Context: an optimization exercise on an open-source flow, tuned for small area, a short achievable clock period and few clock cycles. The choices shown serve that exercise and are no tape-out recipe.
RTL that was checked went through simulation tests only; none was proved equivalent to the original.
Power and IR drop assume default switching activity.

## delta
==> module ledger_cvt_core, before the edit <==
module ledger_cvt_core (
    input  wire [127:0] word,
    input  wire [10:0]  s,         
    output wire [24:0]  win,       
    output wire         sticky,    
    output wire         neg,
    output wire [7:0]   t,         
    output wire [10:0]  ep,        
    output wire         is_nan,
    output wire         is_sat,
    output wire         is_zero
);
    assign neg = word[127];
    wire [15:0] a8, o8;
    genvar j;
    generate
        for (j = 0; j < 16; j = j + 1) begin : g8
            assign a8[j] = &word[8*j+7:8*j];
            assign o8[j] = |word[8*j+7:8*j];
        end
    endgenerate
    wire lo_zero = ~(|o8[14:1]) & ~|word[126:120] & ~|word[7:1];
    wire lo_ones = &a8[14:1] & &word[126:120] & &word[7:1];
    assign is_nan  = neg & lo_zero & ~word[0];
    assign is_sat  = word[0] & (neg ? lo_zero : lo_ones);
    assign is_zero = ~neg & lo_zero & ~word[0];
    wire signed [10:0] ss = s;
    wire [7:0] sc = (ss < 11'sd0) ? 8'd0 : (ss > 11'sd151) ? 8'd151 : s[7:0];
    assign ep = 11'd1 - s;
    wire [150:0] we = {word[126:0], 24'd0};
    rnorm_win u_sh (.v(we), .a8(a8), .o8(o8), .sgn(neg), .s(sc), .win(win), .lost(sticky), .t(t));
endmodule
==> module ledger_cvt, before the edit <==
module ledger_cvt (
    input  wire         clk,
    input  wire         rst,
    input  wire         in_valid,
    output wire         in_ready,
    input  wire [127:0] in_word,
    input  wire [9:0]   in_eref,
    input  wire [1:0]   in_fmt,      
    input  wire [1:0]   in_mode,     
    input  wire         in_flush,    
    output reg          out_valid,
    output reg  [31:0]  out_bits,
    output reg          out_range
);
    assign in_ready = 1'b1;
    reg         v0;
    reg [127:0] word0;
    reg [10:0]  s0;       
    reg [1:0]   fmt0, mode0;
    reg         flush0;
    always @(posedge clk) begin
        v0     <= rst ? 1'b0 : in_valid;
        word0  <= in_word;
        s0     <= ((in_fmt == 2'd2) ? 11'sd82 : -11'sd30) - {in_eref[9], in_eref};
        fmt0   <= in_fmt;
        mode0  <= in_mode;
        flush0 <= in_flush;
    end
    wire [24:0] win;
    wire        sticky, neg, is_nan, is_sat, is_zero;
    wire [7:0]  t;
    wire [10:0] ep;
    ledger_cvt_core core (
        .word(word0), .s(s0),
        .win(win), .sticky(sticky), .neg(neg), .t(t), .ep(ep),
        .is_nan(is_nan), .is_sat(is_sat), .is_zero(is_zero));
    reg         v1;
    reg [24:0]  win1;
    reg         sticky1, neg1, nan1, sat1, zero1;
    reg [7:0]   t1;
    reg [10:0]  ep1;
    reg [1:0]   fmt1, mode1;
    reg         flush1;
    always @(posedge clk) begin
        v1      <= rst ? 1'b0 : v0;
        win1    <= win;
        sticky1 <= sticky;
        neg1    <= neg;
        t1      <= t;
        ep1     <= ep;
        nan1    <= is_nan;
        sat1    <= is_sat;
        zero1   <= is_zero;
        fmt1    <= fmt0;
        mode1   <= mode0;
        flush1  <= flush0;
    end
    wire [31:0] bits;
    wire        range;
    ledger_cvt_pack pack (
        .win(win1), .sticky(sticky1), .neg(neg1), .t(t1), .ep(ep1),
        .is_nan(nan1), .is_sat(sat1), .is_zero(zero1), .fmt(fmt1), .mode(mode1), .flush(flush1),
        .bits(bits), .range(range));
    always @(posedge clk) begin
        out_valid <= rst ? 1'b0 : v1;
        out_bits  <= bits;
        out_range <= range;
    end
endmodule
==> flow/config.mk <==
export PLATFORM = sky130hd
export DESIGN_NAME = ledger_cvt
export DESIGN_NICKNAME = ledger_cvt
export VERILOG_FILES = /design/flow/design.v
export SDC_FILE = /design/flow/constraint.sdc
export NUM_CORES = 4
export LEC_CHECK = 0
export CAP_MARGIN = 20
export CORE_MARGIN = 2
export CORE_UTILIZATION = 50
export PLACE_DENSITY = 0.7
export SLEW_MARGIN = 20
==> flow/constraint.sdc <==
create_clock -name core_clock -period 35.0 [get_ports {clk}]
set_input_delay 7.0000 -clock core_clock [delete_from_list [all_inputs] [get_ports {clk}]]
set_output_delay 7.0000 -clock core_clock [all_outputs]
set_load 0.01 [all_outputs]
standard.sh (not shown) runs the stock make flow with config.mk's settings and CLKGATE_MAP_FILE= SYNTH_SCRIPT=/design/flow/synth_recipe.tcl, a recipe that flattens the netlist after the stock synthesis.
==> flow/flow/run.sh <==
#!/bin/bash
# The standard layout (standard.sh) with three changes:
#  - synthesis maps the logic with an area-oriented ABC script (flow/synth.tcl);
#  - ports are buffered with buf_1 instead of the default buffer cell;
#  - timing repair aims at an 8 ns period (setup margin 27 ns on the 35 ns
#    clock).  The constraints themselves are unchanged.
set -euo pipefail
export MY_WORK_DIR=$(pwd)
export MY_FLOW_DIR=$(pwd)/flow
bash standard.sh "SYNTH_SCRIPT=$MY_FLOW_DIR/synth.tcl" \
  "BUFFER_PORTS_ARGS=-buffer_cell sky130_fd_sc_hd__buf_1" \
  "SETUP_SLACK_MARGIN=27" finish > flow_make.log 2>&1
==> flow/flow/area.abc <==
strash; dch -f; amap
==> flow/flow/synth.tcl <==
# synth_recipe.tcl (the standard synthesis) with one change: ABC maps the
# logic with flow/area.abc, an area-oriented script (amap; the layout flow
# buffers and sizes), instead of ORFS's script.  Registers are mapped before ABC
# runs, so their cells and names are the standard synthesis's.
proc abc {args} {
  set i [lsearch -exact $args -script]
  if {$i >= 0} { lset args [expr {$i + 1}] $::env(MY_FLOW_DIR)/area.abc }
  yosys abc {*}$args
}
source $::env(MY_WORK_DIR)/synth_recipe.tcl
Testbench counts of delta, summed over its fixed seeds: cycles 16,024.
## Diff of input files: quartz against delta
-- flow/design.v --
<<< delta, line 1
module ledger_cvt_core (
    input  wire [127:0] word,
    input  wire [10:0]  s,         
    output wire [24:0]  win,       
    output wire         sticky,    
>>> quartz, line 1
module ledger_cvt_core (
    input  wire [127:0] word,
    input  wire [9:0]   eref,
    input  wire [1:0]   fmt,
    input  wire [3:0]   srng,      
    output wire [24:0]  win,       
    output wire         sticky,    
<<< delta, line 25
    assign is_sat  = word[0] & (neg ? lo_zero : lo_ones);
    assign is_zero = ~neg & lo_zero & ~word[0];
    wire signed [10:0] ss = s;
    wire [7:0] sc = (ss < 11'sd0) ? 8'd0 : (ss > 11'sd151) ? 8'd151 : s[7:0];
    assign ep = 11'd1 - s;
    wire [150:0] we = {word[126:0], 24'd0};
    rnorm_win u_sh (.v(we), .a8(a8), .o8(o8), .sgn(neg), .s(sc), .win(win), .lost(sticky), .t(t));
>>> quartz, line 27
    assign is_sat  = word[0] & (neg ? lo_zero : lo_ones);
    assign is_zero = ~neg & lo_zero & ~word[0];
    wire       fp16 = (fmt == 2'd2);
    wire [5:0] s6   = (fp16 ? 6'd18 : 6'd34) - eref[5:0];    
    wire [7:0] sc   = srng[1] ? 8'd0 : srng[0] ? 8'd151 : {srng[3], srng[2] & ~srng[3], s6};
    assign ep = {eref[9], eref} + (fp16 ? -11'sd81 : 11'sd31);
    wire [150:0] we = {word[126:0], 24'd0};
    rnorm_win u_sh (.v(we), .a8(a8), .o8(o8), .sgn(neg), .s(sc), .win(win), .lost(sticky), .t(t));
<<< delta, line 194
    reg         v0;
    reg [127:0] word0;
    reg [10:0]  s0;       
    reg [1:0]   fmt0, mode0;
    reg         flush0;
    always @(posedge clk) begin
        v0     <= rst ? 1'b0 : in_valid;
        word0  <= in_word;
        s0     <= ((in_fmt == 2'd2) ? 11'sd82 : -11'sd30) - {in_eref[9], in_eref};
        fmt0   <= in_fmt;
        mode0  <= in_mode;
>>> quartz, line 197
    reg         v0;
    reg [127:0] word0;
    reg [9:0]   eref0;
    reg [3:0]   srng0;    
    reg [1:0]   fmt0, mode0;
    reg         flush0;
    function automatic [3:0] srange(input [9:0] e, input fp16);
        reg signed [9:0] se;
        begin
            se = e;
            srange = fp16 ? {se <= -10'sd46, se <= 10'sd18, se > 10'sd82, se < -10'sd69}
                          : {se <= -10'sd158, se <= -10'sd94, se > -10'sd30, se < -10'sd181};
        end
    endfunction
    always @(posedge clk) begin
        v0     <= rst ? 1'b0 : in_valid;
        word0  <= in_word;
        eref0  <= in_eref;
        srng0  <= srange(in_eref, in_fmt == 2'd2);
        fmt0   <= in_fmt;
        mode0  <= in_mode;
<<< delta, line 210
    wire [10:0] ep;
    ledger_cvt_core core (
        .word(word0), .s(s0),
        .win(win), .sticky(sticky), .neg(neg), .t(t), .ep(ep),
        .is_nan(is_nan), .is_sat(is_sat), .is_zero(is_zero));
>>> quartz, line 223
    wire [10:0] ep;
    ledger_cvt_core core (
        .word(word0), .eref(eref0), .fmt(fmt0), .srng(srng0),
        .win(win), .sticky(sticky), .neg(neg), .t(t), .ep(ep),
        .is_nan(is_nan), .is_sat(is_sat), .is_zero(is_zero));
--- outcome ---
[compare] base=delta new=quartz: global-route usage went down 0.37 points, average wire length per cell after detail routing went down 2.5%, routed wire length on met3 went up about 8%, sequential cell count went up 3, count of vias placed by the detailed router went up 403.
From delta to quartz the numbers moved as follows: number of cells produced by synthesis went up by about 3.6%; smallest setup slack after layout went up 130 ps; worst hold slack across all endpoints closely matched the old numbers; post-synthesis to final-layout area growth rose 0.18 points; met3 track utilization from global routing picked up an extra 1.7 points.
Compared with delta, quartz shows a sequential power that is about 1% lower.
The RTL of quartz was laid out without a check of its function.


Starting RTL as in the previous note.
Design ledger_cvt, start of the top module:
module ledger_cvt (
    input  wire         clk,
    input  wire         rst,
    input  wire         in_valid,
    output wire         in_ready,
    input  wire [127:0] in_word,
    input  wire [9:0]   in_eref,
    input  wire [1:0]   in_fmt,      
    input  wire [1:0]   in_mode,     
    input  wire         in_flush,    
    output reg          out_valid,
    output reg  [31:0]  out_bits,
    output reg          out_range
);
clock: 35.0 ns
lec_check: 0
cap_margin: 20
core_margin: 2
core_utilization: 50
place_density: 0.7
slew_margin: 20
==> flow/flow/run.sh <==
#!/bin/bash
# The standard layout (standard.sh) with four changes:
#  - synthesis maps the logic with an area-oriented ABC script (flow/synth.tcl);
#  - ports are buffered with buf_1 instead of the default buffer cell;
#  - clock tree synthesis adds no dummy loads;
#  - timing repair aims at an 8 ns period (setup margin 27 ns on the 35 ns
#    clock).  The constraints themselves are unchanged.
set -euo pipefail
export MY_WORK_DIR=$(pwd)
export MY_FLOW_DIR=$(pwd)/flow
bash standard.sh "SYNTH_SCRIPT=$MY_FLOW_DIR/synth.tcl" \
  "BUFFER_PORTS_ARGS=-buffer_cell sky130_fd_sc_hd__buf_1" \
  "CTS_ARGS=-sink_clustering_enable -repair_clock_nets -dont_use_dummy_load" \
  "SETUP_SLACK_MARGIN=27" finish > flow_make.log 2>&1
==> flow/flow/area.abc <==
strash; dc2; dch -f; amap
Scripts as last shown in full above: flow/flow/synth.tcl
Testbench counts at the start, summed over its fixed seeds: cycles 16,024.
Rerun with:
--- a/flow/design.v
+++ b/flow/design.v
@@ -1,7 +1,8 @@
 module ledger_cvt_core (
     input  wire [127:0] word,
-    input  wire [10:0]  s,         
+    input  wire [9:0]   eref,
+    input  wire [1:0]   fmt,
     output wire [24:0]  win,       
     output wire         sticky,    
     output wire         neg,
     output wire [7:0]   t,         
@@ -23,11 +24,17 @@
     wire lo_ones = &a8[14:1] & &word[126:120] & &word[7:1];
     assign is_nan  = neg & lo_zero & ~word[0];
     assign is_sat  = word[0] & (neg ? lo_zero : lo_ones);
     assign is_zero = ~neg & lo_zero & ~word[0];
-    wire signed [10:0] ss = s;
-    wire [7:0] sc = (ss < 11'sd0) ? 8'd0 : (ss > 11'sd151) ? 8'd151 : s[7:0];
-    assign ep = 11'd1 - s;
+    wire fp16 = (fmt == 2'd2);
+    wire signed [9:0] se = eref;
+    wire s_hi  = fp16 ? (se <= -10'sd46) : (se <= -10'sd158);    
+    wire s_mid = fp16 ? (se <= 10'sd18)  : (se <= -10'sd94);     
+    wire s_neg = fp16 ? (se > 10'sd82)   : (se > -10'sd30);      
+    wire s_big = fp16 ? (se < -10'sd69)  : (se < -10'sd181);     
+    wire [5:0] s6 = (fp16 ? 6'd18 : 6'd34) - eref[5:0];          
+    wire [7:0] sc = s_neg ? 8'd0 : s_big ? 8'd151 : {s_hi, s_mid & ~s_hi, s6};
+    assign ep = {eref[9], eref} + (fp16 ? -11'sd81 : 11'sd31);
     wire [150:0] we = {word[126:0], 24'd0};
     rnorm_win u_sh (.v(we), .a8(a8), .o8(o8), .sgn(neg), .s(sc), .win(win), .lost(sticky), .t(t));
 endmodule
 module ledger_cvt_pack (
@@ -192,15 +199,15 @@
 );
     assign in_ready = 1'b1;
     reg         v0;
     reg [127:0] word0;
-    reg [10:0]  s0;       
+    reg [9:0]   eref0;
     reg [1:0]   fmt0, mode0;
     reg         flush0;
     always @(posedge clk) begin
         v0     <= rst ? 1'b0 : in_valid;
         word0  <= in_word;
-        s0     <= ((in_fmt == 2'd2) ? 11'sd82 : -11'sd30) - {in_eref[9], in_eref};
+        eref0  <= in_eref;
         fmt0   <= in_fmt;
         mode0  <= in_mode;
         flush0 <= in_flush;
     end
@@ -208,9 +215,9 @@
     wire        sticky, neg, is_nan, is_sat, is_zero;
     wire [7:0]  t;
     wire [10:0] ep;
     ledger_cvt_core core (
-        .word(word0), .s(s0),
+        .word(word0), .eref(eref0), .fmt(fmt0),
         .win(win), .sticky(sticky), .neg(neg), .t(t), .ep(ep),
         .is_nan(is_nan), .is_sat(is_sat), .is_zero(is_zero));
     reg         v1;
     reg [24:0]  win1;
Outcome: Clock-buffer cell count goes down by 1. Maximum frequency increases by 1.6%. Power is lower by 13%. Synthesized area went up by 1.4%. Hold slack hardly moves. Sequential share of layout area fell by 1.7 points. Final cell count is higher by 3.1%. Global-route usage goes up by 1.0 points. Design area goes up by 5.1%. Combinational power drops by 22%. Non-clock buffer count went up by 23.
Function not checked in the second run of this note: the RTL went through the layout flow alone.


## oak
The RTL this note starts from:
==> flow/design.v <==
module ledger_cvt_core (
    input  wire [127:0] word,
    input  wire [10:0]  s,         
    output wire [24:0]  win,       
    output wire         sticky,    
    output wire         neg,
    output wire [7:0]   t,         
    output wire [10:0]  ep,        
    output wire         is_nan,
    output wire         is_sat,
    output wire         is_zero
);
    assign neg = word[127];
    wire lo_zero = ~|word[126:1];
    wire lo_ones = &word[126:1];
    assign is_nan  = neg & lo_zero & ~word[0];
    assign is_sat  = word[0] & (neg ? lo_zero : lo_ones);
    assign is_zero = ~neg & lo_zero & ~word[0];
    wire signed [10:0] ss = s;
    wire [7:0] sc = (ss < 11'sd0) ? 8'd0 : (ss > 11'sd151) ? 8'd151 : s[7:0];
    assign ep = 11'd1 - s;
    wire [150:0] we = {word[126:0], 24'd0};
    rnorm_win u_sh (.v(we), .sgn(neg), .s(sc), .win(win), .lost(sticky), .t(t));
endmodule
module ledger_cvt_pack (
    input  wire [24:0]  win,
    input  wire         sticky,
    input  wire         neg,
    input  wire [7:0]   t,
    input  wire [10:0]  ep,
    input  wire         is_nan,
    input  wire         is_sat,
    input  wire         is_zero,
    input  wire [1:0]   fmt,
    input  wire [1:0]   mode,
    input  wire         flush,
    output reg  [31:0]  bits,
    output reg          range
);
    wire fp16 = (fmt == 2'd2);
    wire signed [11:0] bex  = $signed({4'd0, t}) + $signed({ep[10], ep});
    wire signed [11:0] bmax = fp16 ? 12'sd30 : 12'sd254;
    wire [7:0] be     = (bex < 12'sd1) ? 8'd1 : bex[7:0];
    wire       be_ovf = bex > bmax;
    wire       be_top = bex == bmax;
    reg st, wr;
    reg [23:0] low;    
    always @(*) begin
        case (fmt)
            2'd1:    begin st = sticky | (|win[15:0]); wr = win[16]; low = 24'h00FFFF; end
            2'd2:    begin st = sticky | (|win[12:0]); wr = win[13]; low = 24'h001FFF; end
            default: begin st = sticky;                wr = win[0];  low = 24'h000000; end
        endcase
    end
    wire [23:0] kx   = win[24:1] ^ {24{neg}};    
    wire        xr   = wr ^ neg;                 
    wire        c    = neg & ~st;                
    wire        rbit = xr ^ c;
    reg         lsb;
    always @(*) begin
        case (fmt)
            2'd1:    lsb = kx[16];
            2'd2:    lsb = kx[13];
            default: lsb = kx[0];
        endcase
    end
    reg up;
    always @(*) begin
        case (mode)
            2'd1:    up = 1'b0;
            2'd2:    up = ~neg & (rbit | st);
            2'd3:    up = neg & (rbit | st);
            default: up = rbit & (st | lsb);
        endcase
    end
    wire inc = (xr & c) | up;
    wire [24:0] n = {1'b0, kx | low} + {24'd0, inc};
    wire cy = n[24];
    wire h  = n[23] | cy;
    wire to_inf = (mode == 2'd0) || (mode == 2'd2 && !neg) || (mode == 2'd3 && neg);
    wire [22:0] mant = (cy || (!h && flush)) ? 23'd0 : n[22:0];
    wire [7:0]  ex   = h ? (be + {7'd0, cy}) : 8'd0;
    wire        ovf  = be_ovf | (be_top & cy);
    always @(*) begin
        range = 1'b0;
        bits  = 32'd0;
        case (fmt)
            2'd1: begin
                if (is_nan)       bits = 32'h7FC0;
                else if (is_sat)  begin bits = {16'd0, neg, 15'h7F80}; range = 1'b1; end
                else if (is_zero) bits = 32'd0;
                else if (ovf)     begin bits = {16'd0, neg, to_inf ? 15'h7F80 : 15'h7F7F}; range = 1'b1; end
                else              bits = {16'd0, neg, ex, mant[22:16]};
            end
            2'd2: begin
                if (is_nan)       bits = 32'h7E00;
                else if (is_sat)  begin bits = {16'd0, neg, 15'h7C00}; range = 1'b1; end
                else if (is_zero) bits = 32'd0;
                else if (ovf)     begin bits = {16'd0, neg, to_inf ? 15'h7C00 : 15'h7BFF}; range = 1'b1; end
                else              bits = {16'd0, neg, ex[4:0], mant[22:13]};
            end
            default: begin
                if (is_nan)       bits = 32'h7FC0_0000;
                else if (is_sat)  begin bits = {neg, 31'h7F80_0000}; range = 1'b1; end
                else if (is_zero) bits = 32'd0;
                else if (ovf)     begin bits = {neg, to_inf ? 31'h7F80_0000 : 31'h7F7F_FFFF}; range = 1'b1; end
                else              bits = {neg, ex, mant};
            end
        endcase
    end
endmodule
module rnorm_win (
    input  wire [150:0] v,
    input  wire         sgn,
    input  wire [7:0]   s,
    output wire [24:0]  win,
    output wire         lost,     
    output wire [7:0]   t
);
    wire [151:0] t7;
    wire [87:0]  t6;
    wire [55:0]  t5;
    wire [39:0]  t4;
    wire [31:0]  t3;
    wire [27:0]  t2;
    wire [25:0]  t1;
    wire [7:0]   k;
    wire [7:0]   e;       
    wire [127:0] w = {sgn, v[150:24]};
    wire [15:0] a8, o8;
    wire [7:0]  a16, o16;
    wire [3:0]  a32, o32;
    wire [1:0]  a64, o64;
    genvar j;
    generate
        for (j = 0; j < 16; j = j + 1) begin : g8
            assign a8[j] = &w[8*j+7:8*j];
            assign o8[j] = |w[8*j+7:8*j];
        end
        for (j = 0; j < 8; j = j + 1) begin : g16
            assign a16[j] = a8[2*j+1] & a8[2*j];
            assign o16[j] = o8[2*j+1] | o8[2*j];
        end
        for (j = 0; j < 4; j = j + 1) begin : g32
            assign a32[j] = a16[2*j+1] & a16[2*j];
            assign o32[j] = o16[2*j+1] | o16[2*j];
        end
        for (j = 0; j < 2; j = j + 1) begin : g64
            assign a64[j] = a32[2*j+1] & a32[2*j];
            assign o64[j] = o32[2*j+1] | o32[2*j];
        end
    endgenerate
    wire [15:0] n8  = sgn ? ~a8  : o8;
    wire [7:0]  n16 = sgn ? ~a16 : o16;
    wire [3:0]  n32 = sgn ? ~a32 : o32;
    wire [1:0]  n64 = sgn ? ~a64 : o64;
    wire n4 = sgn ? ~&t3[31:28] : |t3[31:28];
    wire n2 = sgn ? ~&t2[27:26] : |t2[27:26];
    wire n1 = t1[25] ^ sgn;
    assign k[7] = s[7];
    assign e[7] = 1'b1;
    assign e[6] = 1'b1;
    assign k[6] = (~k[7] & n64[1]) | (e[6] & s[6]);
    assign e[5] = e[6] & (k[6] == s[6]);
    assign k[5] = (~k[7] & n32[{k[6], 1'b1}]) | (e[5] & s[5]);
    assign e[4] = e[5] & (k[5] == s[5]);
    assign k[4] = (~k[7] & n16[{k[6], k[5], 1'b1}]) | (e[4] & s[4]);
    assign e[3] = e[4] & (k[4] == s[4]);
    assign k[3] = (~k[7] & n8[{k[6], k[5], k[4], 1'b1}]) | (e[3] & s[3]);
    assign e[2] = e[3] & (k[3] == s[3]);
    assign k[2] = (~k[7] & n4) | (e[2] & s[2]);
    assign e[1] = e[2] & (k[2] == s[2]);
    assign k[1] = (~k[7] & n2) | (e[1] & s[1]);
    assign e[0] = e[1] & (k[1] == s[1]);
    assign k[0] = (~k[7] & n1) | (e[0] & s[0]);
    assign t = k;
    generate
        for (j = 0; j < 152; j = j + 1) begin : s7
            if (j + 128 <= 150) assign t7[j] = k[7] ? v[j + 128] : v[j];
            else if (j < 48)    assign t7[j] = k[7] ? sgn : v[j];
            else if (j <= 150)  assign t7[j] = v[j];
            else                assign t7[j] = sgn;
        end
        for (j = 0; j < 88; j = j + 1) begin : s6
            assign t6[j] = k[6] ? t7[j + 64] : t7[j];
        end
        for (j = 0; j < 56; j = j + 1) begin : s5
            assign t5[j] = k[5] ? t6[j + 32] : t6[j];
        end
        for (j = 0; j < 40; j = j + 1) begin : s4
            assign t4[j] = k[4] ? t5[j + 16] : t5[j];
        end
        for (j = 0; j < 32; j = j + 1) begin : s3
            assign t3[j] = k[3] ? t4[j + 8] : t4[j];
        end
        for (j = 0; j < 28; j = j + 1) begin : s2
            assign t2[j] = k[2] ? t3[j + 4] : t3[j];
        end
        for (j = 0; j < 26; j = j + 1) begin : s1
            assign t1[j] = k[1] ? t2[j + 2] : t2[j];
        end
        for (j = 0; j < 25; j = j + 1) begin : s0
            assign win[j] = k[0] ? t1[j + 1] : t1[j];
        end
    endgenerate
    assign lost = (k[7] & (|v[127:0])) | (k[6] & (|t7[63:0])) | (k[5] & (|t6[31:0])) |
                  (k[4] & (|t5[15:0])) | (k[3] & (|t4[7:0])) | (k[2] & (|t3[3:0])) |
                  (k[1] & (|t2[1:0])) | (k[0] & t1[0]);
endmodule
module ledger_cvt (
    input  wire         clk,
    input  wire         rst,
    input  wire         in_valid,
    output wire         in_ready,
    input  wire [127:0] in_word,
    input  wire [9:0]   in_eref,
    input  wire [1:0]   in_fmt,      
    input  wire [1:0]   in_mode,     
    input  wire         in_flush,    
    output reg          out_valid,
    output reg  [31:0]  out_bits,
    output reg          out_range
);
    assign in_ready = 1'b1;
    reg         v0;
    reg [127:0] word0;
    reg [10:0]  s0;       
    reg [1:0]   fmt0, mode0;
    reg         flush0;
    always @(posedge clk) begin
        v0     <= rst ? 1'b0 : in_valid;
        word0  <= in_word;
        s0     <= ((in_fmt == 2'd2) ? 11'sd82 : -11'sd30) - {in_eref[9], in_eref};
        fmt0   <= in_fmt;
        mode0  <= in_mode;
        flush0 <= in_flush;
    end
    wire [24:0] win;
    wire        sticky, neg, is_nan, is_sat, is_zero;
    wire [7:0]  t;
    wire [10:0] ep;
    ledger_cvt_core core (
        .word(word0), .s(s0),
        .win(win), .sticky(sticky), .neg(neg), .t(t), .ep(ep),
        .is_nan(is_nan), .is_sat(is_sat), .is_zero(is_zero));
    reg         v1;
    reg [24:0]  win1;
    reg         sticky1, neg1, nan1, sat1, zero1;
    reg [7:0]   t1;
    reg [10:0]  ep1;
    reg [1:0]   fmt1, mode1;
    reg         flush1;
    always @(posedge clk) begin
        v1      <= rst ? 1'b0 : v0;
        win1    <= win;
        sticky1 <= sticky;
        neg1    <= neg;
        t1      <= t;
        ep1     <= ep;
        nan1    <= is_nan;
        sat1    <= is_sat;
        zero1   <= is_zero;
        fmt1    <= fmt0;
        mode1   <= mode0;
        flush1  <= flush0;
    end
    wire [31:0] bits;
    wire        range;
    ledger_cvt_pack pack (
        .win(win1), .sticky(sticky1), .neg(neg1), .t(t1), .ep(ep1),
        .is_nan(nan1), .is_sat(sat1), .is_zero(zero1), .fmt(fmt1), .mode(mode1), .flush(flush1),
        .bits(bits), .range(range));
    always @(posedge clk) begin
        out_valid <= rst ? 1'b0 : v1;
        out_bits  <= bits;
        out_range <= range;
    end
endmodule
clock: 35.0 ns
lec_check: 0
cap_margin: 20
core_margin: 2
core_utilization: 50
place_density: 0.7
slew_margin: 20
==> flow/flow/run.sh <==
#!/bin/bash
# The standard layout (standard.sh) with three changes:
#  - synthesis maps the logic with an area-oriented ABC script (flow/synth.tcl);
#  - ports are buffered with buf_1 instead of the default buffer cell;
#  - timing repair aims at an 8 ns period (setup margin 27 ns on the 35 ns
#    clock).  The constraints themselves are unchanged.
set -euo pipefail
export MY_WORK_DIR=$(pwd)
export MY_FLOW_DIR=$(pwd)/flow
bash standard.sh "SYNTH_SCRIPT=$MY_FLOW_DIR/synth.tcl" \
  "BUFFER_PORTS_ARGS=-buffer_cell sky130_fd_sc_hd__buf_1" \
  "SETUP_SLACK_MARGIN=27" finish > flow_make.log 2>&1
==> flow/flow/area.abc <==
strash; dch -f; amap; topo; stime -c; buffer -c; upsize -c; dnsize -c
==> flow/flow/synth.tcl <==
# synth_recipe.tcl (the standard synthesis) with one change: ABC maps the
# logic with flow/area.abc, an area-oriented script (amap, then buffering
# and sizing), instead of ORFS's script.  Registers are mapped before ABC
# runs, so their cells and names are the standard synthesis's.
proc abc {args} {
  set i [lsearch -exact $args -script]
  if {$i >= 0} { lset args [expr {$i + 1}] $::env(MY_FLOW_DIR)/area.abc }
  yosys abc {*}$args
}
source $::env(MY_WORK_DIR)/synth_recipe.tcl
oak | stages: all done | timing, DRC, antenna: all pass
Modified inputs, pine compared to oak
==> flow/design.v, changed modules only <==
module ledger_cvt_core (
    input  wire [127:0] word,
    input  wire [9:0]   eref,
    input  wire [1:0]   fmt,
    output wire [24:0]  win,       
    output wire         sticky,    
    output wire         neg,
    output wire [7:0]   t,         
    output wire [10:0]  ep,        
    output wire         is_nan,
    output wire         is_sat,
    output wire         is_zero
);
    assign neg = word[127];
    wire lo_zero = ~|word[126:1];
    wire lo_ones = &word[126:1];
    assign is_nan  = neg & lo_zero & ~word[0];
    assign is_sat  = word[0] & (neg ? lo_zero : lo_ones);
    assign is_zero = ~neg & lo_zero & ~word[0];
    wire fp16 = (fmt == 2'd2);
    wire signed [11:0] se  = {{2{eref[9]}}, eref};
    wire signed [11:0] epx = se + (fp16 ? -12'sd81 : 12'sd31);
    wire signed [11:0] s   = (fp16 ? 12'sd82 : -12'sd30) - se;
    wire s_hi  = fp16 ? (se <= -12'sd46) : (se <= -12'sd158);    
    wire s_mid = fp16 ? (se <= 12'sd18)  : (se <= -12'sd94);     
    wire [7:0] sc;
    assign sc[7]   = s_hi;
    assign sc[6]   = s_mid & ~s_hi;
    assign sc[5:0] = (s < 12'sd0) ? 6'd0 : (s > 12'sd151) ? 6'd23 : s[5:0];
    assign ep = epx[10:0];
    wire [150:0] we = {word[126:0], 24'd0};
    rnorm_win u_sh (.v(we), .sgn(neg), .s(sc), .win(win), .lost(sticky), .t(t));
endmodule
module ledger_cvt (
    input  wire         clk,
    input  wire         rst,
    input  wire         in_valid,
    output wire         in_ready,
    input  wire [127:0] in_word,
    input  wire [9:0]   in_eref,
    input  wire [1:0]   in_fmt,      
    input  wire [1:0]   in_mode,     
    input  wire         in_flush,    
    output reg          out_valid,
    output reg  [31:0]  out_bits,
    output reg          out_range
);
    assign in_ready = 1'b1;
    reg         v0;
    reg [127:0] word0;
    reg [9:0]   eref0;
    reg [1:0]   fmt0, mode0;
    reg         flush0;
    always @(posedge clk) begin
        v0     <= rst ? 1'b0 : in_valid;
        word0  <= in_word;
        eref0  <= in_eref;
        fmt0   <= in_fmt;
        mode0  <= in_mode;
        flush0 <= in_flush;
    end
    wire [24:0] win;
    wire        sticky, neg, is_nan, is_sat, is_zero;
    wire [7:0]  t;
    wire [10:0] ep;
    ledger_cvt_core core (
        .word(word0), .eref(eref0), .fmt(fmt0),
        .win(win), .sticky(sticky), .neg(neg), .t(t), .ep(ep),
        .is_nan(is_nan), .is_sat(is_sat), .is_zero(is_zero));
    reg         v1;
    reg [24:0]  win1;
    reg         sticky1, neg1, nan1, sat1, zero1;
    reg [7:0]   t1;
    reg [10:0]  ep1;
    reg [1:0]   fmt1, mode1;
    reg         flush1;
    always @(posedge clk) begin
        v1      <= rst ? 1'b0 : v0;
        win1    <= win;
        sticky1 <= sticky;
        neg1    <= neg;
        t1      <= t;
        ep1     <= ep;
        nan1    <= is_nan;
        sat1    <= is_sat;
        zero1   <= is_zero;
        fmt1    <= fmt0;
        mode1   <= mode0;
        flush1  <= flush0;
    end
    wire [31:0] bits;
    wire        range;
    ledger_cvt_pack pack (
        .win(win1), .sticky(sticky1), .neg(neg1), .t(t1), .ep(ep1),
        .is_nan(nan1), .is_sat(sat1), .is_zero(zero1), .fmt(fmt1), .mode(mode1), .flush(flush1),
        .bits(bits), .range(range));
    always @(posedge clk) begin
        out_valid <= rst ? 1'b0 : v1;
        out_bits  <= bits;
        out_range <= range;
    end
endmodule
==> comparison <==
Post-detailed-placement cell area in pine is 1.4% above oak. pine against oak: fraction of power consumed by combinational cells lost 14 points; violation count after the first detailed-routing iteration picked up an extra 26; worst reg2reg path depth picked up an extra 5; number of clock buffers in the layout lost about 15%. oak -> pine: number of core rows increased slightly. Max share of the clock period used by the worst path across oak and pine: oak. Per the comparison of pine with oak, share of the core filled with cells in the final layout closely matched the old numbers; number of buffers other than clock buffers in the final layout decreased 6.1%; global-route usage decreased by 0.43 points relative to the old numbers. Final worst-path setup slack on pine is ahead of oak.
No run of this note included a check of the RTL's function; only the layout flow was run.

-- port drivers added, routing unchanged --
How much do the figures lean on ideal ports? The routed layouts below were timed once more, with nothing changed but the port constraints. Step 1, drivers: a clkbuf_16 drives clk and a buf_2 each remaining input, both assumed. Step 2, shift: input delay + t, output delay - t, t = (earliest + latest rising clock arrival at the registers) / 2. This alone moves slack from input paths to output paths. a / b / c = no drivers / after step 1 / after step 2; a / b = the first two.
run	t (ns)	setup slack, ns	worst register clock-pin slew, ns	worst slew at a driven data input, ns
delta	0.578	26.898 / 26.908 / 26.330	0.07 / 0.07	0.05
quartz	0.568	27.027 / 26.979 / 26.541	0.07 / 0.07	0.04
the first run of note 2	0.564	26.898 / 26.926 / 26.362	0.07 / 0.07	0.05
the second run of note 2	0.563	27.027 / 26.977 / 27.168	0.06 / 0.06	0.06
oak	0.577	26.971 / 26.976 / 26.410	0.06 / 0.06	0.05
pine	0.585	27.032 / 26.979 / 27.051	0.07 / 0.07	0.05
After both steps setup and hold are still met in every run listed. For delta, which loses most, drivers alone change the setup slack by +0.010 ns; drivers and shift together by -0.568 ns.
